Source: an optimization exercise on an open RTL-to-GDS flow (aim: small area, a short achievable clock period and few clock cycles per item). Production flows keep margins and buffers that such runs may drop.
No functional check of the RTL was part of this run.

==> flow/design.v <==
module abacus_conv (
    input  wire signed [75:0] acc,
    input  wire signed [3:0]  sh,
    output reg         [31:0] q,
    output reg                sat
);
    wire [5:0] e = 6'd31 - {{2{sh[3]}}, sh};
    wire signed [76:0] half    = 77'sd1 <<< (e - 6'd1);
    wire signed [76:0] rounded = {acc[75], acc} + half;
    wire signed [76:0] shifted = rounded >>> e;
    always @* begin
        if (shifted > 77'sh0_7FFF_FFFF) begin
            q   = 32'h7FFF_FFFF;
            sat = 1'b1;
        end else if (shifted < -77'sh0_8000_0000) begin
            q   = 32'h8000_0000;
            sat = 1'b1;
        end else begin
            q   = shifted[31:0];
            sat = 1'b0;
        end
    end
endmodule
module abacus_section (
    input  wire        clk,
    input  wire        rst,
    input  wire        start,
    output wire        ready,
    input  wire [2:0]  opc,
    input  wire [3:0]  shift,
    input  wire [1:0]  sub,
    input  wire [1:0]  aw,
    input  wire        limen,
    input  wire [31:0] opa,
    input  wire [31:0] opb,
    input  wire [31:0] gaina,
    input  wire [31:0] gainb,
    input  wire [31:0] b0,
    input  wire [31:0] b1,
    input  wire [31:0] b2,
    input  wire [31:0] a1,
    input  wire [31:0] a2,
    input  wire [31:0] limhi,
    input  wire [31:0] limlo,
    input  wire [31:0] aux,
    input  wire [31:0] st0,
    input  wire [31:0] st1,
    output reg         done,
    output reg  [31:0] y,
    output reg  [31:0] ns0,
    output reg  [31:0] ns1,
    output reg  [1:0]  ns_we,
    output reg  [2:0]  sat_cnt,
    output reg         divg
);
    localparam [2:0] OP_BQ = 3'd0, OP_SUM = 3'd1, OP_MUL = 3'd2, OP_DIVR = 3'd3,
                     OP_LIM = 3'd4, OP_SEL = 3'd5, OP_MINMAX = 3'd6, OP_HOLD = 3'd7;
    reg        [2:0]  r_opc;
    reg signed [3:0]  r_sh;
    reg        [1:0]  r_sub, r_aw;
    reg               r_limen;
    reg signed [31:0] r_a, r_b, r_ga, r_gb;
    reg signed [31:0] r_b0, r_b1, r_b2, r_a1, r_a2;
    reg signed [31:0] r_hi, r_lo, r_aux, r_s1, r_s2;
    reg               busy;
    reg        [6:0]  step;
    reg signed [75:0] acc;
    reg signed [31:0] xa;       
    reg signed [31:0] xb;       
    reg signed [31:0] w_r, vv, n1;
    reg        [2:0]  satc;
    reg               dg;
    reg        [32:0] aabs;
    reg        [32:0] dsor;
    reg        [33:0] rem;
    reg        [70:0] quo;
    reg        [11:0] dbits;
    reg               qneg, qovf;
    assign ready = !busy;
    wire cond = (r_aux >= 32'sh4000_0000);
    reg signed [31:0] mx, my;
    always @* begin
        mx = r_ga;
        my = r_a;
        case (r_opc)
            OP_BQ: case (step)
                7'd2:    begin mx = r_gb; my = r_b; end
                7'd4:    begin mx = r_b0; my = xa;  end
                7'd6:    begin mx = r_b1; my = xa;  end
                7'd7:    begin mx = r_a1; my = vv;  end
                7'd9:    begin mx = r_b2; my = xa;  end
                7'd10:   begin mx = r_a2; my = vv;  end
                default: begin mx = r_ga; my = r_a; end
            endcase
            OP_MUL: case (step)
                7'd2:    begin mx = r_gb; my = r_b; end
                7'd4:    begin mx = xa;   my = xb;  end
                default: begin mx = r_ga; my = r_a; end
            endcase
            OP_SEL: if (cond) begin mx = r_gb; my = r_b; end
            default: if (step == 7'd2) begin mx = r_gb; my = r_b; end
        endcase
    end
    wire signed [63:0] prod  = mx * my;
    wire signed [75:0] prod0 = {{12{prod[63]}}, prod};           
    wire signed [75:0] prod3 = {{9{prod[63]}}, prod, 3'b000};    
    reg               cv_use_sh;
    always @* begin
        case (r_opc)
            OP_BQ:     cv_use_sh = (step == 7'd5);
            OP_MUL:    cv_use_sh = (step == 7'd5);
            OP_DIVR:   cv_use_sh = (step == 7'd78);
            OP_MINMAX: cv_use_sh = (r_sub == 2'd2) ? 1'b1 : (step == 7'd5);
            default:   cv_use_sh = 1'b1;
        endcase
    end
    wire signed [75:0] acc_abs = acc[75] ? -acc : acc;
    wire signed [75:0] cv_in   = (r_opc == OP_MINMAX && r_sub == 2'd2) ? acc_abs : acc;
    wire        [31:0] cv_q;
    wire               cv_sat;
    abacus_conv u_conv (
        .acc (cv_in),
        .sh  (cv_use_sh ? r_sh : 4'sd0),
        .q   (cv_q),
        .sat (cv_sat)
    );
    wire signed [31:0] cq = cv_q;
    function signed [31:0] clampv;
        input signed [31:0] v;
        input signed [31:0] lo;
        input signed [31:0] hi;
        reg   signed [31:0] t;
        begin
            t = (v < lo) ? lo : v;
            clampv = (t > hi) ? hi : t;
        end
    endfunction
    wire signed [31:0] cq_lim = r_limen ? clampv(cq, r_lo, r_hi) : cq;
    reg signed [31:0] yv_r;
    wire        bq_frozen = (r_aw == 2'd1) && (yv_r != w_r);
    wire signed [36:0] lim_d0  = {{5{cq[31]}}, cq} - {{5{r_s1[31]}}, r_s1};
    wire        [32:0] b0_abs  = r_b0[31] ? -{r_b0[31], r_b0} : {r_b0[31], r_b0};
    wire signed [36:0] lim_r   = {1'b0, b0_abs, 3'b000};    
    wire signed [36:0] lim_d   = (r_b0 == 32'sd0) ? lim_d0 :
                                 (lim_d0 >  lim_r) ?  lim_r :
                                 (lim_d0 < -lim_r) ? -lim_r : lim_d0;
    wire signed [36:0] lim_s   = {{5{r_s1[31]}}, r_s1} + lim_d;
    wire signed [36:0] lim_lo  = {{5{r_lo[31]}}, r_lo};
    wire signed [36:0] lim_hi  = {{5{r_hi[31]}}, r_hi};
    wire signed [36:0] lim_t   = (lim_s < lim_lo) ? lim_lo : lim_s;
    wire signed [36:0] lim_y   = (lim_t > lim_hi) ? lim_hi : lim_t;
    wire        [32:0] xa_abs = xa[31] ? -{xa[31], xa} : {xa[31], xa};
    wire        [32:0] xb_abs = xb[31] ? -{xb[31], xb} : {xb[31], xb};
    wire        [33:0] rem_sh = {rem[32:0], dbits[11]};
    wire               rem_ge = (rem_sh >= {1'b0, dsor});
    wire        [73:0] qmag   = qovf ? {71'h7F_FFFF_FFFF_FFFF_FFFF, 3'b000} : {quo, 3'b000};
    wire signed [75:0] qacc   = qneg ? -{2'b00, qmag} : {2'b00, qmag};
    wire signed [31:0] mm_v = (r_sub == 2'd0) ? ((xa < xb) ? xa : xb)
                                              : ((xa > xb) ? xa : xb);
    task finish;
        input signed [31:0] yo;
        input signed [31:0] s0o;
        input signed [31:0] s1o;
        input        [1:0]  weo;
        input        [2:0]  sato;
        begin
            y       <= yo;
            ns0     <= s0o;
            ns1     <= s1o;
            ns_we   <= weo;
            sat_cnt <= sato;
            divg    <= dg;
            done    <= 1'b1;
            busy    <= 1'b0;
        end
    endtask
    always @(posedge clk) begin
        if (rst) begin
            busy <= 1'b0;
            done <= 1'b0;
            step <= 7'd0;
        end else begin
            done <= 1'b0;
            if (!busy) begin
                if (start) begin
                    r_opc   <= opc;
                    r_sh    <= shift;
                    r_sub   <= sub;
                    r_aw    <= aw;
                    r_limen <= limen;
                    r_a     <= opa;
                    r_b     <= opb;
                    r_ga    <= gaina;
                    r_gb    <= gainb;
                    r_b0    <= b0;
                    r_b1    <= b1;
                    r_b2    <= b2;
                    r_a1    <= a1;
                    r_a2    <= a2;
                    r_hi    <= limhi;
                    r_lo    <= limlo;
                    r_aux   <= aux;
                    r_s1    <= st0;
                    r_s2    <= st1;
                    satc    <= 3'd0;
                    dg      <= 1'b0;
                    busy    <= 1'b1;
                    step    <= 7'd1;
                end
            end else begin
                step <= step + 7'd1;
                case (r_opc)
                    OP_BQ: case (step)
                        7'd1: acc <= prod3;
                        7'd2: acc <= acc + prod3;
                        7'd3: begin xa <= cq; satc <= satc + cv_sat; end
                        7'd4: acc <= prod3 + {{13{r_s1[31]}}, r_s1, 31'd0};
                        7'd5: begin
                            w_r  <= cq;
                            yv_r <= cq_lim;
                            vv   <= (r_aw == 2'd2) ? cq_lim : cq;
                            satc <= satc + cv_sat;
                        end
                        7'd6: acc <= prod3 + {{13{r_s2[31]}}, r_s2, 31'd0};
                        7'd7: acc <= acc - prod3;
                        7'd8: begin n1 <= cq; satc <= satc + cv_sat; end
                        7'd9: acc <= prod3;
                        7'd10: acc <= acc - prod3;
                        default: begin
                            if (bq_frozen)
                                finish(yv_r, r_s1, r_s2, 2'b11, satc + cv_sat);
                            else
                                finish(yv_r, n1, cq, 2'b11, satc + cv_sat);
                        end
                    endcase
                    OP_SUM: case (step)
                        7'd1: acc <= prod3 + {{10{r_b0[31]}}, r_b0, 34'd0};
                        7'd2: acc <= acc + prod3;
                        default: finish(cq_lim, r_s1, r_s2, 2'b00, satc + cv_sat);
                    endcase
                    OP_MUL: case (step)
                        7'd1: acc <= prod3;
                        7'd2: begin xa <= cq; satc <= satc + cv_sat; acc <= prod3; end
                        7'd3: begin xb <= cq; satc <= satc + cv_sat; end
                        7'd4: acc <= prod0;
                        default: finish(cq_lim, r_s1, r_s2, 2'b00, satc + cv_sat);
                    endcase
                    OP_DIVR: begin
                        if (step == 7'd1) begin
                            acc <= prod3;
                        end else if (step == 7'd2) begin
                            xa <= cq; satc <= satc + cv_sat; acc <= prod3;
                        end else if (step == 7'd3) begin
                            xb <= cq; satc <= satc + cv_sat;
                        end else if (step == 7'd4) begin
                            aabs <= xa_abs;
                            qneg <= xa[31] ^ xb[31];
                            if (xb_abs < {1'b0, r_aux}) begin
                                dsor <= {1'b0, r_aux};
                                dg   <= 1'b1;
                            end else begin
                                dsor <= xb_abs;
                            end
                        end else if (step == 7'd5) begin
                            qovf  <= ({12'd0, aabs} >= {dsor, 12'd0});
                            rem   <= {13'd0, aabs[32:12]};
                            dbits <= aabs[11:0];
                            quo   <= 71'd0;
                        end else if (step <= 7'd76) begin
                            rem   <= rem_ge ? (rem_sh - {1'b0, dsor}) : rem_sh;
                            quo   <= {quo[69:0], rem_ge};
                            dbits <= {dbits[10:0], 1'b0};
                        end else if (step == 7'd77) begin
                            acc <= qacc;
                        end else begin
                            finish(cq_lim, r_s1, r_s2, 2'b00, satc + cv_sat);
                        end
                    end
                    OP_LIM: case (step)
                        7'd1: acc <= prod3;
                        7'd2: acc <= acc + prod3;
                        default: finish(lim_y[31:0], lim_y[31:0], r_s2, 2'b01, satc + cv_sat);
                    endcase
                    OP_SEL: case (step)
                        7'd1: acc <= prod3;
                        default: finish(cq_lim, r_s1, r_s2, 2'b00, satc + cv_sat);
                    endcase
                    OP_MINMAX: begin
                        if (r_sub == 2'd2) begin
                            case (step)
                                7'd1: acc <= prod3;
                                7'd2: acc <= acc + prod3;
                                default: finish(cq_lim, r_s1, r_s2, 2'b00, satc + cv_sat);
                            endcase
                        end else begin
                            case (step)
                                7'd1: acc <= prod3;
                                7'd2: begin xa <= cq; satc <= satc + cv_sat; acc <= prod3; end
                                7'd3: begin xb <= cq; satc <= satc + cv_sat; end
                                7'd4: acc <= {{13{mm_v[31]}}, mm_v, 31'd0};
                                default: finish(cq_lim, r_s1, r_s2, 2'b00, satc + cv_sat);
                            endcase
                        end
                    end
                    OP_HOLD: begin
                        if (!cond) begin
                            finish(r_limen ? clampv(r_s1, r_lo, r_hi) : r_s1, r_s1, r_s2, 2'b01, 3'd0);
                        end else begin
                            case (step)
                                7'd1: acc <= prod3;
                                7'd2: acc <= acc + prod3;
                                default: finish(cq_lim, cq_lim, r_s2, 2'b01, satc + cv_sat);
                            endcase
                        end
                    end
                endcase
            end
        end
    end
endmodule
==> flow/run.sh <==
#!/bin/bash
# synth_recipe.tcl (not shown) runs the flow's synth.tcl, then flattens the netlist and writes it again
# the make line also repeats each setting of config.mk as NAME=value (left out here)
make -C /OpenROAD-flow-scripts/flow DESIGN_CONFIG=/design/flow/config.mk WORK_HOME=/design/flow/orfs CLKGATE_MAP_FILE= SYNTH_SCRIPT=/design/flow/synth_recipe.tcl finish
==> flow/config.mk <==
export PLATFORM = sky130hd
export DESIGN_NAME = abacus_section
export DESIGN_NICKNAME = abacus_section
export VERILOG_FILES = /design/flow/design.v
export SDC_FILE = /design/flow/constraint.sdc
export NUM_CORES = 4
export LEC_CHECK = 0
export CAP_MARGIN = 20
export CORE_MARGIN = 2
export CORE_UTILIZATION = 20
export PLACE_DENSITY = 0.45
export SLEW_MARGIN = 20
==> flow/constraint.sdc <==
create_clock -name core_clock -period 30.0 [get_ports {clk}]
set_input_delay 6.0000 -clock core_clock [delete_from_list [all_inputs] [get_ports {clk}]]
set_output_delay 6.0000 -clock core_clock [all_outputs]
set_load 0.01 [all_outputs]
==> run summary <==
synth_stat cells, types with 93 or more instances:
library cell,instances,share of area
a21o_1,213,0.013
a21oi_1,974,0.039
a221oi_1,122,0.0086
a22oi_1,114,0.0069
a31oi_1,294,0.015
and2_1,93,0.0047
clkbuf_1,636,0.019
edfxtp_1,1018,0.25
fa_1,1090,0.18
ha_1,956,0.096
inv_1,1695,0.051
mux2_2,93,0.0084
mux2i_1,164,0.013
nand2_1,1942,0.059
nand2b_1,127,0.0064
nand3_1,228,0.0092
nand4_1,117,0.0059
nor2_1,1093,0.033
nor2b_1,204,0.010
nor3_1,307,0.012
o21a_1,96,0.0058
o21ai_0,580,0.023
xnor2_1,406,0.029
xor2_1,241,0.017
sequential cells by signal, summed over array words and instances (netlist names), 33 cells and up:
| register | cells |
|---|---|
| acc | 76 |
| quo | 71 |
| aabs | 33 |
| dsor | 33 |
| rem | 33 |
per-layer routing:
metal  wire [um]  global-route usage  part of all wire
met1      280400              0.2722              0.41
met5         344                   0           0.00050
met2      294400              0.3167              0.43
met3       58380             0.04588             0.085
met4       55690              0.1414             0.081
cell families (layout without fill, tap and decap cells):
family                   Yosys count  count (layout)
other                              2             100
AO/OA/AOI/OAI                   3360            3360
flip-flops                      1027            1027
multiplexers                     259             259
buffers and inverters           2417            2929
AND/OR/NAND/NOR                 4513            4513
XOR/XNOR                         649             649
adder cells (fa/ha/maj)         2046            2046
worst max-delay path by stage:
| stage | cells after the start | end | slack, ns | start |
|---|---|---|---|---|
| floorplan | 2 | r_a1[0] | 3.44 | rst |
| detailed placement | 102 | y[5] | 2.44 | r_opc[2] |
| CTS | 102 | y[5] | 2.31 | r_opc[2] |
| global placement | 102 | y[5] | 2.73 | r_opc[2] |
| finish | 102 | y[5] | 1.77 | r_opc[2] |
| global route | 104 | y[5] | 0.18 | r_opc[2] |
per-stage QoR:
step / setup WS (ns) / hold slack, ns / cells
after floorplan: 3.440 / 0.4581 / 14322
after global placement: 2.728 / 0.4987 / 22870
after detailed placement: 2.443 / 0.4986 / 22870
after CTS: 2.307 / 0.5134 / 23127
after global routing: 0.1800 / 0.5312 / 23133
final: 1.766 / 0.5156 / 23176
critical path, delay by kind of cell (launching register included):
| kind | cells | cell delay, ns |
|---|---|---|
| AO/OA/AOI/OAI | 57 | 14.86 |
| XOR/XNOR | 3 | 0.64 |
| adder cells (fa/ha/maj) | 6 | 2.03 |
| buffers and inverters | 6 | 1.70 |
| flip-flops | 1 | 0.76 |
| multiplexers | 1 | 0.28 |
| AND/OR/NAND/NOR | 29 | 7.50 |
final cells by class:
class                           instances  area share
Clock buffer                          168     0.02587
Tap cell                             8293     0.07063
Multi-Input combinational cell      10878      0.5847
Inverter                             1704     0.04354
Clock inverter                         89    0.005664
Timing Repair Buffer                  968     0.05945
Sequential cell                      1027      0.2093
Antenna cell                           49   0.0008347
==> run summary <==
reg2reg setup slack 1.77 ns; CP max stage cell and2_1; die height 792.4 um; post-synthesis register bit count 1027; Final nets 17232; Final TNS setup 0 ns; initial antenna violation count 112; largest net degree at the start of global routing 150; share of post-route cells with drive strength above 1 0.06782; Syn. warnings 2; Crit. End Element flop; MaxCap Viol Count 0; Post-synth EDFFs 1018; Clock Tree Buf Depth 4; post-synthesis sequential area ratio 0.2473; Hold WC Path Type reg2reg; post-CTS sizing 0; IO Pins 567; Layout Skew 0.09051 ns; FILL cells 67501; port bufs 566; multi-input combinational cell area 85890 um^2; mux contribution to synthesized area 0.02199; Setup violations, final 0; Cell variety after synth 109; commonest non-fill, non-tap cell in the layout nand2_1; Clk Tree Root Cell clkbuf_16; WL per Instance 29.74 um; Most Frequent Cell on Critical Path a21oi_1; crit share post-route 0.9411; Avg Synthesized Cell Area 8.711 um^2; Worst Setup Path Type reg2reg; Post-Syn Instances 14273; post-synthesis adder-cell area fraction 0.2717; Hold Buf Count CTS 0; hpwl dp 550900 um; number of hold violations in the final report 0; CP required 30.60 ns; worst hold start dbits[9]; Worst-path clk slew 0.06 ns; Layout Area Growth over Synthesis 18.16%; achievable frequency 35.42 MHz; Compound-Gate Fraction of Synth Area 0.1764; Synth Flop Type edfxtp_1; first-pass GRT wire length 933100 um; # rows 289; Final Critical Period 28.23 ns; DIE AREA 628000 um^2; Crit path arrival time 28.83 ns; Reg area 30750 um^2; Synth Area in Simple Gates 0.1633; Worst Hold Path EP dbits[10]; Post-Synth XOR/XNOR Area 0.04584; reg-to-reg startpoint r_opc[2]; Max stage delay on crit path 0.80 ns; Worst R2R End y[5]; Cell Area, Synth 124300 um^2; RSZ-0062 raised after global routing false; DRT Wirelength 689200 um; DIE WIDTH 792.4 um; Reg2Reg Depth 102; worst-skew pair later-pin latency 0.93 ns; post-route antenna net violation count 0; # clock sinks 1027; Final Cell Area 146900 um^2; Pre-antenna DRT Iters 7; placed cell areas 142100 um^2; CTS tree done; Hold Path Stages 2; vias in the first global route 110737; H-tree depth 4; post-route core utilization 0.2372; Synth async-reset ratio 0; GRT overflow 0; Starting Density 0.2007; peak fanout along the critical path 60; core box area 619400 um^2; most frequent cells in the layout nand2_1 (1932), inv_1 (1693), fa_1 (1090); gr usage total 0.2113; largest family of logic cells by synthesized area adder cells; GP Congestion 0.9789; Critical Path Start Type flop; CTS Buf Count 144; normalized max-slew margin 0.1144; starting DRC count in detailed routing 13882; DRC errors left 0; Final Max Tran Viols 0; status finished clean; Via density 5.018; Post-CTS Setup Inserts 0; worst slew pin tran 1.324 ns; Vias 116286

port drivers added, routing unchanged:
The flow's constraints put no driver on any port. The routed layout listed below was extracted and timed again, unchanged, in two steps.
Step 1, drivers: a clkbuf_16 drives clk and a buf_2 each remaining input, both assumed.
Step 2 adds t to the input delays and takes it off the output delays; t is the mean of the earliest and latest rising clock arrival at the registers after step 1. Input paths then give back, and output paths get back, about the clock's delay inside the block.
Three values: ideal, step 1, step 2; two values: the first two.
t, ns: 0.986
setup slack, ns: 1.766 / 1.766 / 1.766
worst setup path at the end: register to register
cell pins on the clock port's net: 1
After both steps setup and hold are still met in this run. For this run, drivers alone change the setup slack by 0.000 ns; drivers and shift together by 0.000 ns.
